Source: an optimization exercise on an open RTL-to-GDS flow (aim: small area). Production flows keep margins and buffers that such runs may drop. Only simulation tests tie the RTL to the original design; equivalence was not proved.

--- design/flow/run.sh ---
#!/bin/bash
# synth_recipe.tcl (not shown) runs the flow's synth.tcl, then flattens the netlist and writes it again
# the make line also repeats each setting of config.mk as NAME=value (left out here)
make -C /OpenROAD-flow-scripts/flow DESIGN_CONFIG=/design/flow/config.mk WORK_HOME=/design/flow/orfs CLKGATE_MAP_FILE= SYNTH_SCRIPT=/design/flow/synth_recipe.tcl finish
--- design/flow/config.mk ---
export PLATFORM = sky130hd
export DESIGN_NAME = filter_chan
export DESIGN_NICKNAME = filter_chan
export VERILOG_FILES = /design/flow/design.v
export SDC_FILE = /design/flow/constraint.sdc
export NUM_CORES = 4
export LEC_CHECK = 0
export CAP_MARGIN = 20
export CORE_MARGIN = 2
export CORE_UTILIZATION = 40
export SLEW_MARGIN = 20
--- design/flow/constraint.sdc ---
create_clock -name core_clock -period 25.0 [get_ports {clk}]
set_input_delay 5.0000 -clock core_clock [delete_from_list [all_inputs] [get_ports {clk}]]
set_output_delay 5.0000 -clock core_clock [all_outputs]
set_load 0.01 [all_outputs]
--- design/flow/design.v ---
module filter_chan (
    input  wire        clk,
    input  wire        rst,           
    input  wire [5:0]  cfg_dec,       
    input  wire [1:0]  cfg_ord,       
    input  wire [3:0]  cfg_taps,      
    input  wire        cfg_sat32,     
    input  wire        coef_we,       
    input  wire [3:0]  coef_addr,
    input  wire [15:0] coef_data,
    input  wire        start,         
    input  wire        stop,          
    input  wire        in_valid,      
    input  wire [31:0] in_data,
    output wire        out_valid,     
    output wire [31:0] out_data
);
    localparam [1:0] ST_STOP = 2'd0, ST_SETUP = 2'd1, ST_RUN = 2'd2;
    reg [1:0]  st;
    reg [5:0]  dm1;                     
    reg [1:0]  ord;                     
    reg [3:0]  ntaps;                   
    reg        sat32;
    reg [15:0] coef [0:15];
    reg [3:0]  ph;                      
    reg [16*33-1:0] hr;                 
    reg [8*56-1:0]  cr;                 
    reg [55:0] c;                       
    reg [32:0] vreg;                    
    reg [31:0] kq;                      
    reg        rho;                     
    reg [47:0] acc;
    reg [47:0] preg;                    
    reg [3:0]  s_new;                   
    reg [5:0]  scnt;                    
    reg [5:0]  dcnt;                    
    reg        cic_pend, cic_go, cic_due;
    reg        sk_on;
    reg [2:0]  skcnt;
    reg        c0_on, c0cnt;
    reg        fir_on, fir_pre;
    reg [4:0]  fcnt;
    reg        pre_req, ins_pend;
    reg        ovalid;
    wire run   = (st == ST_RUN);
    wire setup = (st == ST_SETUP);
    wire [2:0] ph3 = ph[2:0];
    wire [32:0] head    = hr[16*33-1 -: 33];
    wire [3:0]  idx     = s_new - ph;                        
    wire        ins_now = ins_pend & (idx == 4'd0);
    wire        hclr    = setup & (scnt >= 6'd39) & (scnt <= 6'd54);
    wire [32:0] h_tail  = (ins_now | hclr) ? vreg : head;
    wire [55:0] chead   = cr[8*56-1 -: 56];
    wire        cic_act = run & (cic_go | (cic_pend & (ph3 == 3'd0)));
    wire        is_comb = ph3[2];
    wire        c_en    = cic_act & (is_comb ? (cic_due & (ph3[1:0] <= ord)) : (ph3[1:0] <= ord));
    wire [55:0] c_opb   = c_en ? chead : 56'd0;
    wire        c_sub   = cic_act & is_comb;
    wire [55:0] c_sum   = c + (c_sub ? ~c_opb : c_opb) + {55'd0, c_sub};
    wire        c_clr   = setup & (scnt >= 6'd39) & (scnt <= 6'd46);
    wire [55:0] c_tail  = c_clr ? 56'd0 : (c_en ? (is_comb ? c : c_sum) : chead);
    wire        ld_x    = run & in_valid & (dm1 != 6'd0);
    wire [3:0]  cidx  = c0_on ? 4'd0 : (idx + {3'd0, fir_pre});
    wire [15:0] cval  = coef[cidx];
    wire        cok   = c0_on | ((cidx <= ntaps) & ~(fir_pre & (idx == 4'd15)));
    wire        c_hi  = c0_on ? ~c0cnt : ~fcnt[4];
    wire [8:0]  cbyte = ~cok ? 9'd0 : c_hi ? {cval[15], cval[15:8]} : {1'b0, cval[7:0]};
    wire [7:0]  sbyte = c[skcnt*8 +: 8];
    reg  [8:0]  ma;
    reg         use_v;
    reg  [1:0]  psh;
    reg  [1:0]  ai;                     
    reg  [47:0] kc;
    reg         rsh;
    always @* begin
        ma = 9'd0; use_v = 1'b1; psh = 2'd0; ai = 2'd0; kc = 48'd0; rsh = 1'b0;
        if (setup) begin
            if (scnt <= 6'd3) begin
                ma = {2'b0, {1'b0, dm1} + 7'd1};
                ai = 2'd1;
            end else if (scnt <= 6'd37) begin
                ai = (scnt == 6'd4) ? 2'd1 : 2'd2;
                kc = 48'd1;
                ma = ((scnt == 6'd4) | ~acc[47]) ? 9'h1FF : 9'd1;
            end else if (scnt == 6'd55) begin
                ai = 2'd1;
                kc = 48'd8192;
            end else begin
                ai = 2'd1;
            end
        end else if (sk_on) begin
            ma  = {(skcnt == 3'd6) & sbyte[7], sbyte};
            ai  = (skcnt == 3'd0) ? 2'd1 : 2'd0;
            kc  = 48'h0000_8000_0000;
            rsh = ~skcnt[2];
            psh = skcnt[2] ? skcnt[1:0] : 2'd0;
        end else if (c0_on) begin
            ma  = cbyte;
            psh = {1'b0, ~c0cnt};
            ai  = c0cnt ? 2'd0 : 2'd3;
        end else if (fir_on) begin
            ma    = cbyte;
            use_v = ins_now;
            psh   = {1'b0, ~fcnt[4]};
            ai    = (fcnt == 5'd0) ? 2'd1 : 2'd0;
            kc    = 48'd8192;
        end
    end
    wire signed [32:0] mb     = use_v ? vreg : head;
    wire signed [41:0] prod   = $signed(ma) * mb;
    wire        [47:0] prod48 = {{6{prod[41]}}, prod};
    wire        [47:0] prods  = (psh == 2'd1) ? {prod48[39:0], 8'd0} :
                                (psh == 2'd2) ? {prod48[31:0], 16'd0} : prod48;
    wire        [47:0] acc_in = (ai == 2'd0) ? acc :
                                (ai == 2'd1) ? kc :
                                (ai == 2'd2) ? {acc[46:0], 1'b0} : preg;
    wire        [47:0] sum    = acc_in + prods;
    wire        [47:0] acc_nx = rsh ? {8'd0, sum[47:8]} : sum;
    wire signed [33:0] y = acc[47:14];
    wire [31:0] y_sat16 = y[33] ? 32'd0 : (|y[32:16]) ? 32'd65535 : {16'd0, y[15:0]};
    wire [31:0] y_sat32 = (y[33:31] == 3'b000 || y[33:31] == 3'b111) ? y[31:0] :
                          y[33] ? 32'h8000_0000 : 32'h7FFF_FFFF;
    assign out_valid = ovalid;
    assign out_data  = sat32 ? y_sat32 : y_sat16;
    always @(posedge clk) begin
        if (coef_we && (st == ST_STOP))
            coef[coef_addr] <= coef_data;
    end
    always @(posedge clk) begin
        hr <= {hr[15*33-1:0], h_tail};
        cr <= {cr[7*56-1:0], c_tail};
        c  <= ld_x ? {{24{in_data[31]}}, in_data} : c_sum;
        ph <= rst ? 4'd0 : ph + 4'd1;
    end
    always @(posedge clk) begin
        ovalid <= 1'b0;
        if (rst || stop) begin
            st <= ST_STOP;
        end else begin
            case (st)
                ST_STOP: if (start) begin
                    dm1      <= cfg_dec;
                    ord      <= cfg_ord;
                    ntaps    <= cfg_taps;
                    sat32    <= cfg_sat32;
                    vreg     <= 33'd1;
                    s_new    <= 4'd0;
                    dcnt     <= 6'd0;
                    scnt     <= 6'd0;
                    cic_pend <= 1'b0;
                    cic_go   <= 1'b0;
                    sk_on    <= 1'b0;
                    c0_on    <= 1'b0;
                    fir_on   <= 1'b0;
                    pre_req  <= 1'b0;
                    ins_pend <= 1'b0;
                    st       <= ST_SETUP;
                end
                ST_SETUP: begin
                    scnt <= scnt + 6'd1;
                    if (scnt <= 6'd3) begin
                        if (scnt[1:0] <= ord)
                            vreg <= sum[32:0];                  
                    end else if (scnt <= 6'd37) begin
                        acc <= sum;                             
                        if (scnt <= 6'd36)
                            kq <= {kq[30:0], ~sum[47]};
                        else
                            rho <= ~sum[47];
                    end else if (scnt == 6'd38) begin
                        vreg <= 33'd0;
                    end else if (scnt == 6'd55) begin
                        preg <= sum;                            
                        st   <= ST_RUN;
                    end
                end
                ST_RUN: begin
                    if (in_valid) begin
                        if (dm1 == 6'd0) begin
                            vreg     <= {in_data[31], in_data};
                            s_new    <= s_new + 4'd1;
                            ins_pend <= 1'b1;
                            fir_on   <= 1'b1;
                            fir_pre  <= 1'b0;
                            fcnt     <= 5'd0;
                        end else begin
                            vreg     <= {1'b0, kq} + {32'd0, rho};
                            cic_pend <= 1'b1;
                            cic_due  <= (dcnt == dm1);
                            if (dcnt == dm1) begin
                                dcnt  <= 6'd0;
                                s_new <= s_new + 4'd1;
                            end else
                                dcnt  <= dcnt + 6'd1;
                        end
                    end
                    if (cic_pend && ph3 == 3'd0) begin
                        cic_pend <= 1'b0;
                        cic_go   <= 1'b1;
                    end
                    if (cic_go && ph3 == 3'd7) begin
                        cic_go <= 1'b0;
                        if (cic_due) begin
                            sk_on <= 1'b1;
                            skcnt <= 3'd0;
                        end
                    end
                    if (ins_now)
                        ins_pend <= 1'b0;
                    if (sk_on) begin
                        acc   <= acc_nx;
                        skcnt <= skcnt + 3'd1;
                        if (skcnt == 3'd6) begin
                            sk_on    <= 1'b0;
                            vreg     <= sum[32:0];
                            ins_pend <= 1'b1;
                            c0_on    <= 1'b1;
                            c0cnt    <= 1'b0;
                        end
                    end
                    if (c0_on) begin
                        acc   <= sum;
                        c0cnt <= 1'b1;
                        if (c0cnt) begin
                            c0_on   <= 1'b0;
                            ovalid  <= 1'b1;
                            pre_req <= 1'b1;
                        end
                    end
                    if (fir_on) begin
                        acc  <= sum;
                        fcnt <= fcnt + 5'd1;
                        if (fcnt == 5'd31) begin
                            fir_on <= 1'b0;
                            if (fir_pre)
                                preg   <= sum;
                            else
                                ovalid <= 1'b1;
                        end
                    end
                    if (pre_req && !ins_pend && !fir_on && !sk_on && !c0_on) begin
                        pre_req <= 1'b0;
                        fir_on  <= 1'b1;
                        fir_pre <= 1'b1;
                        fcnt    <= 5'd0;
                    end
                end
                default: st <= ST_STOP;
            endcase
        end
    end
endmodule
==> flow_summary.yaml <==
outcome:
  run_status: "timing/DRC/antenna clean"
critical_path:
  critical_path_buf_inv_count: 7
  critPathTopFamily: "adder cells"
  worstRegToRegCells: 45
  worst_ep_arrival_time_ns: 14.49
  setup_crit_path_kind: "reg2reg"
  reg2reg_to: "acc[39]"
  worstReg2RegStart: "s_new[0]"
  critPathLaunch: "s_new[0]"
  worstPathMaxFanout: 66
  worst_setup_path_end_kind: "flip-flop"
  cp_slowest_cell: "sky130_fd_sc_hd__and2_4"
  timing.critical_path.slowest_cell_delay_ns: 0.78
  reg2reg_setup_slack_ns: 11.00
  kind_of_start_point_of_the_critical_path: "flip-flop"
  critPathRequiredTime_ns: 25.49
logic_synthesis:
  async_flop_share: 0
  syn-instance-count: 5636
  postSynth.topFlopCell: "sky130_fd_sc_hd__dfxtp_1"
  post_synth_xor_area_fraction: 0.0343
  synthDistinctLibCells: 107
  synthMuxAreaShare: 0.0279
  synthTopCellsByArea: "sky130_fd_sc_hd__dfxtp_1 (33%), sky130_fd_sc_hd__edfxtp_1 (22%), sky130_fd_sc_hd__fa_1 (7.6%)"
  synth_top_area_cell: "sky130_fd_sc_hd__dfxtp_1"
  yosys_warning_total: 1
  synth_compound_gate_area_share: 0.119
  synthesis.nets: 6173
  largest_family_of_logic_cells_by_synthesized_area: "adder cells"
  post_synth_edffs: 465
  syn_avg_cell_area_um2: 11.2
  syn-cell-area_um2: 63100
  synth_fa_ha_area_frac: 0.121
  post-synth-top-area-fraction: 0.330
  synth-seq-area-share: 0.551
  ys_ff_latch: 1504
  synth_simple_gate_area_frac: 0.111
grt:
  gr-total-overflow: 0
  grt_first_pass_wirelength_mm: 251
  globalRouteTotalUtil: 0.202
  grt_pass1_vias: 41200
  antenna_found_initial: 4
  grt_start_max_net_pins: 75
clock_network:
  post_cts_resized: 0
  count_of_hold_fix_buffers_inserted_at_cts: 0
  worstSkewPairLatency_ns: 0.78
  cts.htree.levels: 4
  clk_transition_reported_paths_ns: 0.06
  cts_tree: "built"
  clockRootBuffer: "sky130_fd_sc_hd__clkbuf_16"
  clock_sink_count: 1504
  cts-root-to-sink-buffers: 3
  post-cts-setup-buffer-count: 0
  numCtsBuffers: 146
drt:
  routed_wire_length_mm: 164
  route.detailed.vias_per_inst: 5.30
  wl_cell_um: 20.8
  initial_detailed_routing_violation_count: 3605
  vias: 41700
  drt-pass1-iter-count: 8
  drtAntennaViolNets: 0
  drt_drc_violations_left: 0
final_layout:
  top_library_cells_by_usage_in_the_layout_fill_and_taps_aside: "sky130_fd_sc_hd__dfxtp_1 (1,038), sky130_fd_sc_hd__nand2_1 (694), sky130_fd_sc_hd__edfxtp_1 (465)"
  layout.nets: 6230
  layout-drive-gt1-share: 0.0774
  postLayoutCellArea_um2: 71100
  final_common_cell: "sky130_fd_sc_hd__dfxtp_1"
  final_util: 0.455
  flow.area_growth_from_synthesis_pct: 12.7
die:
  dieHeight_um: 401
  floorplan.die.width_um: 401
  ios: 104
  core-area_um2: 156000
  row_count: 145
  start_util: 0.403
  die_area_um2: 161000
placement:
  detailed_place.area_um2: 66100
  dp_hpwl_mm: 116
  routabilityCongestion: 0.919
  place.port_buffers: 103
timing:
  timing_max_transition_violations_final: 0
  hold_violations: 0
  fmax_mhz: 71.4
  report.final.setup_viol: 0
  rsz0062_at_grt: "no"
  finClkSkew_ns: 0.0534
  max_slew_margin: 0.158
  final.min_clock_period_ns: 14.00
  fin_crit_sh: 0.560
  fin_tns_setup_ns: 0
  max_slew.worst_pin.slew_ns: 1.25
hold_path:
  whs_path_depth: 0
  hp-class: "reg2reg"
  hold_path_end: "hr[298]"
  timing.hold.worst.start: "hr[265]"
flow_run:
  drv_cap: 0
==> flip-flops by register name (all words and copies together) (netlist names), 4 cells and up <==
| register | flops |
|---|---|
| c | 56 |
| coef | 256 |
| preg | 48 |
| ntaps | 4 |
| cr | 448 |
| ph | 4 |
| hr | 528 |
| kq | 32 |
| vreg | 33 |
| dm1 | 6 |
| acc | 48 |
| fcnt | 5 |
| s_new | 4 |
| dcnt | 6 |
| scnt | 6 |
==> worst register-to-register path, delay by kind of cell, from the launching register on <==
family	cells	cell delay (ns)
buffers and inverters	7	1.34
XOR/XNOR	3	1.00
adder cells (fa/ha/maj)	10	4.55
AND/OR/NAND/NOR	10	2.67
AO/OA/AOI/OAI	15	3.72
flip-flops	1	0.43
==> cell usage after synthesis, types with 9 or more instances <==
library cell / instances
sky130_fd_sc_hd__dfxtp_1: 1039
sky130_fd_sc_hd__nand2_1: 695
sky130_fd_sc_hd__edfxtp_1: 465
sky130_fd_sc_hd__nor2_1: 459
sky130_fd_sc_hd__a21oi_1: 333
sky130_fd_sc_hd__inv_1: 267
sky130_fd_sc_hd__o21ai_0: 259
sky130_fd_sc_hd__fa_1: 241
sky130_fd_sc_hd__ha_1: 225
sky130_fd_sc_hd__clkbuf_1: 172
sky130_fd_sc_hd__xnor2_1: 165
sky130_fd_sc_hd__a21o_1: 87
sky130_fd_sc_hd__nand2b_1: 81
sky130_fd_sc_hd__mux2i_1: 80
sky130_fd_sc_hd__xor2_1: 79
sky130_fd_sc_hd__mux2_2: 69
sky130_fd_sc_hd__nor3_1: 68
sky130_fd_sc_hd__and2_1: 62
sky130_fd_sc_hd__o22ai_1: 58
sky130_fd_sc_hd__a211oi_1: 50
sky130_fd_sc_hd__nand3_1: 47
sky130_fd_sc_hd__nor2b_1: 43
sky130_fd_sc_hd__o211ai_1: 40
sky130_fd_sc_hd__a221oi_1: 38
sky130_fd_sc_hd__buf_2: 38
sky130_fd_sc_hd__and3_1: 28
sky130_fd_sc_hd__a31oi_1: 27
sky130_fd_sc_hd__nand4_1: 27
sky130_fd_sc_hd__a22o_1: 25
sky130_fd_sc_hd__o21a_1: 21
sky130_fd_sc_hd__buf_4: 20
sky130_fd_sc_hd__buf_6: 18
sky130_fd_sc_hd__o21bai_1: 18
sky130_fd_sc_hd__o21ai_1: 17
sky130_fd_sc_hd__o211a_1: 16
sky130_fd_sc_hd__a311oi_1: 14
sky130_fd_sc_hd__buf_1: 13
sky130_fd_sc_hd__a32oi_1: 12
sky130_fd_sc_hd__and4_1: 11
sky130_fd_sc_hd__nor4_1: 11
sky130_fd_sc_hd__o31ai_1: 11
sky130_fd_sc_hd__or3_1: 11
sky130_fd_sc_hd__or2_2: 9
==> how the worst max path moves through the flow <==
| stage | endpoint | slack, ns | cells past startpoint |
|---|---|---|---|
| after global placement | acc[39] | 10.44 | 46 |
| final | acc[39] | 11.00 | 45 |
| after global routing | acc[39] | 10.15 | 43 |
| after CTS | acc[39] | 11.06 | 45 |
| after floorplan | acc[33] | 13.39 | 54 |
| after detailed placement | acc[39] | 11.18 | 45 |
==> layer usage <==
metal  up-vias  global-route usage  share of wire
met5         -                   0              0
met4         0              0.0715          0.034
met3       277              0.0323          0.061
met2      1319               0.326           0.47
met1     20500               0.274           0.44
li1      19600                   -              -
==> metrics by stage <==
stage | setup WS [ns] | std cells | hold WS [ns]
after floorplan | 13.39 | 5636 | 0.310
after global placement | 10.44 | 7603 | 0.310
after detailed placement | 11.18 | 7603 | 0.312
after CTS | 11.06 | 7870 | 0.299
after global routing | 10.15 | 7872 | 0.316
final | 11.00 | 7873 | 0.303
==> area by class of cell <==
class | count | area [um2]
multi-input combinational | 3600 | 26200
inverter | 271 | 1020
antenna | 3 | 7.51
timing repair buffer | 170 | 1530
fill | 14500 | 85300
clock inverter | 70 | 846
sequential | 1504 | 34800
tap | 2058 | 2570
clock buffer | 197 | 4110
==> cells by family (layout without fill, tap and decap cells) <==
kind of cell / Yosys count / count (layout)
simple gates: 1587 / 1587
flops: 1504 / 1504
compound gates: 1145 / 1145
buf+inv: 532 / 708
fa+ha+maj: 466 / 466
xor+xnor: 245 / 245
mux: 157 / 157
other cells: 0 / 3

port drivers added, routing unchanged:
Ports are ideal in the flow. The routed layout listed here was re-timed in OpenROAD. Step 1 assumes that a clkbuf_16 drives the clock port and a buf_2 every other input. Step 2, shift: input delay + t, output delay - t, t = (earliest + latest rising clock arrival at the registers) / 2. This alone moves slack from input paths to output paths. Three values: ideal, step 1, step 2; two values: the first two.
shift t [ns]: 0.835
setup slack, ns: 11.003 / 11.003 / 11.003
clock arrival spread, ns: 0.054 / 0.054
After both steps setup and hold are still met in this run. For this run, drivers alone change the setup slack by 0.000 ns; drivers and shift together by 0.000 ns.
